What follows belongs to an exercise in optimizing a design on an open flow for small area, a short achievable clock period and few clock cycles; a production flow would make more cautious choices.
Function was checked by simulation only, so behaviour that the tests miss may differ from the original.

==> inputs of run a <==
// dsl_cmac
module dsl_cmac (
    input  wire         clk,
    input  wire         rst_n,         
    input  wire         key_load,
    input  wire [127:0] key,
    input  wire         in_valid,
    output wire         in_ready,
    input  wire [31:0]  in_data,
    input  wire         in_last,
    input  wire [1:0]   in_nbytes,     
    output reg          tag_valid,
    output wire [127:0] tag
);
export LEC_CHECK = 0
export CAP_MARGIN = 20
export CORE_MARGIN = 2
export CORE_UTILIZATION = 30
export CTS_BUF_LIST = sky130_fd_sc_hd__clkbuf_8 sky130_fd_sc_hd__clkbuf_16
export CTS_CLUSTER_DIAMETER = 100
export CTS_CLUSTER_SIZE = 20
export PLACE_DENSITY = 0.45
export SETUP_SLACK_MARGIN = 3
export SLEW_MARGIN = 20
export SYNTH_HIERARCHICAL = 1
export SYNTH_MINIMUM_KEEP_SIZE = 0
create_clock -name core_clock -period 10.0 [get_ports {clk}]
standard.sh (not shown) runs the stock make flow with config.mk's settings and CLKGATE_MAP_FILE= SYNTH_SCRIPT=/design/flow/synth_recipe.tcl, a recipe that flattens the netlist after the stock synthesis.
==> flow/flow/run.sh <==
#!/bin/bash
set -eu -o pipefail
bash standard.sh synth > synth.log 2>&1
bash standard.sh "BUFFER_PORTS_ARGS=-buffer_cell sky130_fd_sc_hd__buf_1" finish > layout.log 2>&1
==> run b: changes against run a <==
--- a/flow/design.v
+++ b/flow/design.v
@@ -48,34 +48,12 @@
     cm_xnor2 g_M18 (.a(M8), .b(M7), .y(M18));
     cm_xor2 g_M19 (.a(M10), .b(M15), .y(M19));
     cm_xor2 g_M20 (.a(M16), .b(M13), .y(M20));
     cm_xor2 g_M21 (.a(M17), .b(M15), .y(M21));
     cm_xor2 g_M22 (.a(M18), .b(M13), .y(M22));
     cm_xor2 g_M23 (.a(M19), .b(T25), .y(M23));
-    cm_xnor2 g_M24 (.a(M22), .b(M23), .y(M24));
-    cm_nand2 g_M25 (.a(M22), .b(M20), .y(M25));
-    cm_xor2 g_M26 (.a(M21), .b(M25), .y(M26));
-    cm_xnor2 g_M27 (.a(M20), .b(M21), .y(M27));
-    cm_xor2 g_M28 (.a(M23), .b(M25), .y(M28));
-    cm_nor2 g_M29 (.a(M28), .b(M27), .y(M29));
-    cm_nor2 g_M30 (.a(M26), .b(M24), .y(M30));
-    cm_nand2 g_M31 (.a(M20), .b(M23), .y(M31));
-    cm_nor2 g_M32 (.a(M27), .b(M31), .y(M32));
-    cm_xor2 g_M33 (.a(M27), .b(M25), .y(M33));
-    cm_nand2 g_M34 (.a(M21), .b(M22), .y(M34));
-    cm_nor2 g_M35 (.a(M24), .b(M34), .y(M35));
-    cm_xor2 g_M36 (.a(M24), .b(M25), .y(M36));
-    cm_xor2 g_M37 (.a(M21), .b(M29), .y(M37));
-    cm_xor2 g_M38 (.a(M32), .b(M33), .y(M38));
-    cm_xor2 g_M39 (.a(M23), .b(M30), .y(M39));
-    cm_xor2 g_M40 (.a(M35), .b(M36), .y(M40));
-    cm_xor2 g_M41 (.a(M38), .b(M40), .y(M41));
-    cm_xor2 g_M42 (.a(M37), .b(M39), .y(M42));
-    cm_xor2 g_M43 (.a(M37), .b(M38), .y(M43));
-    cm_xor2 g_M44 (.a(M39), .b(M40), .y(M44));
-    cm_xor2 g_M45 (.a(M42), .b(M41), .y(M45));
     cm_nand2 g_M46 (.a(M44), .b(T6), .y(M46));
     cm_nand2 g_M47 (.a(M40), .b(T8), .y(M47));
     cm_nand2 g_M48 (.a(M39), .b(U7), .y(M48));
     cm_nand2 g_M49 (.a(M43), .b(T16), .y(M49));
     cm_nand2 g_M50 (.a(M38), .b(T9), .y(M50));
     cm_nand2 g_M51 (.a(M37), .b(T17), .y(M51));
@@ -126,12 +104,40 @@
     cm_xnor2 g_S2 (.a(L19), .b(L28), .y(y[5]));
     cm_xor2 g_S3 (.a(L6), .b(L21), .y(y[4]));
     cm_xor2 g_S4 (.a(L20), .b(L22), .y(y[3]));
     cm_xor2 g_S5 (.a(L25), .b(L29), .y(y[2]));
     cm_xnor2 g_S6 (.a(L13), .b(L27), .y(y[1]));
     cm_xnor2 g_S7 (.a(L6), .b(L23), .y(y[0]));
+    aes_gf16_inv u_inv (.d({M20, M21, M22, M23}), .e({M37, M38, M39, M40, M41, M42, M43, M44, M45}));
+endmodule
+module aes_gf16_inv (input wire [3:0] d, output wire [8:0] e);
+    wire [3:0] v = d ^ 4'b0000;
+    wire M20 = v[3], M21 = v[2], M22 = v[1], M23 = v[0];
+    wire M24 = M22 ^ M23;
+    wire M25 = M22 & M20;
+    wire M26 = M21 ^ M25;
+    wire M27 = M20 ^ M21;
+    wire M28 = M23 ^ M25;
+    wire M29 = M28 & M27;
+    wire M30 = M26 & M24;
+    wire M31 = M20 & M23;
+    wire M32 = M27 & M31;
+    wire M33 = M27 ^ M25;
+    wire M34 = M21 & M22;
+    wire M35 = M24 & M34;
+    wire M36 = M24 ^ M25;
+    wire M37 = M21 ^ M29;
+    wire M38 = M32 ^ M33;
+    wire M39 = M23 ^ M30;
+    wire M40 = M35 ^ M36;
+    wire M41 = M38 ^ M40;
+    wire M42 = M37 ^ M39;
+    wire M43 = M37 ^ M38;
+    wire M44 = M39 ^ M40;
+    wire M45 = M42 ^ M41;
+    assign e = {M37, M38, M39, M40, M41, M42, M43, M44, M45} ^ 9'b000000000;
 endmodule
 module cm_xor2 (input wire a, input wire b, output wire y);
     assign y = a ^ b;
 endmodule
 module cm_xnor2 (input wire a, input wire b, output wire y);
     assign y = ~(a ^ b);
CORE_UTILIZATION = 40   (was 30)
PLACE_DENSITY = 0.55   (was 0.45)
SETUP_SLACK_MARGIN = 3.6   (was 3)
==> run notes <==
- In flip-flop and latch count, run a and run b do not differ.
- Run b finished with timing, DRC and antenna clean. Run a finished clean.
- In run a the critical path depth is higher than in run b, by 3.
- Clock skew: run b is higher than run a (0.027 ns).
Testbench counts of run a, summed over its fixed seeds: cycles 77,494.
Testbench counts of run b, summed over its fixed seeds: cycles 77,494.

## afterwards: timing with drivers on the ports
The flow's constraints put no driver on any port. The routed layouts listed below were extracted and timed again, unchanged, in two steps. Step 1, drivers: a clkbuf_16 drives clk and a buf_2 each remaining input, both assumed. Step 2 times the ports against the registers' clock, not the clock port: input delays grow and output delays shrink by t, the midpoint of the rising clock arrivals with the driver on. Three values: ideal ports, drivers, drivers and shift; two values: the first two.
run	shift t [ns]	slack for setup (ns)	worst setup path after step 2	latest minus earliest clock arrival (ns)	cell pins on the clock port's net
run a	0.723	3.331 / 3.331 / 3.331	register to register	0.036 / 0.036	1
run b	0.719	3.857 / 3.857 / 3.857	register to register	0.063 / 0.063	1
After both steps every run listed still meets setup and hold.
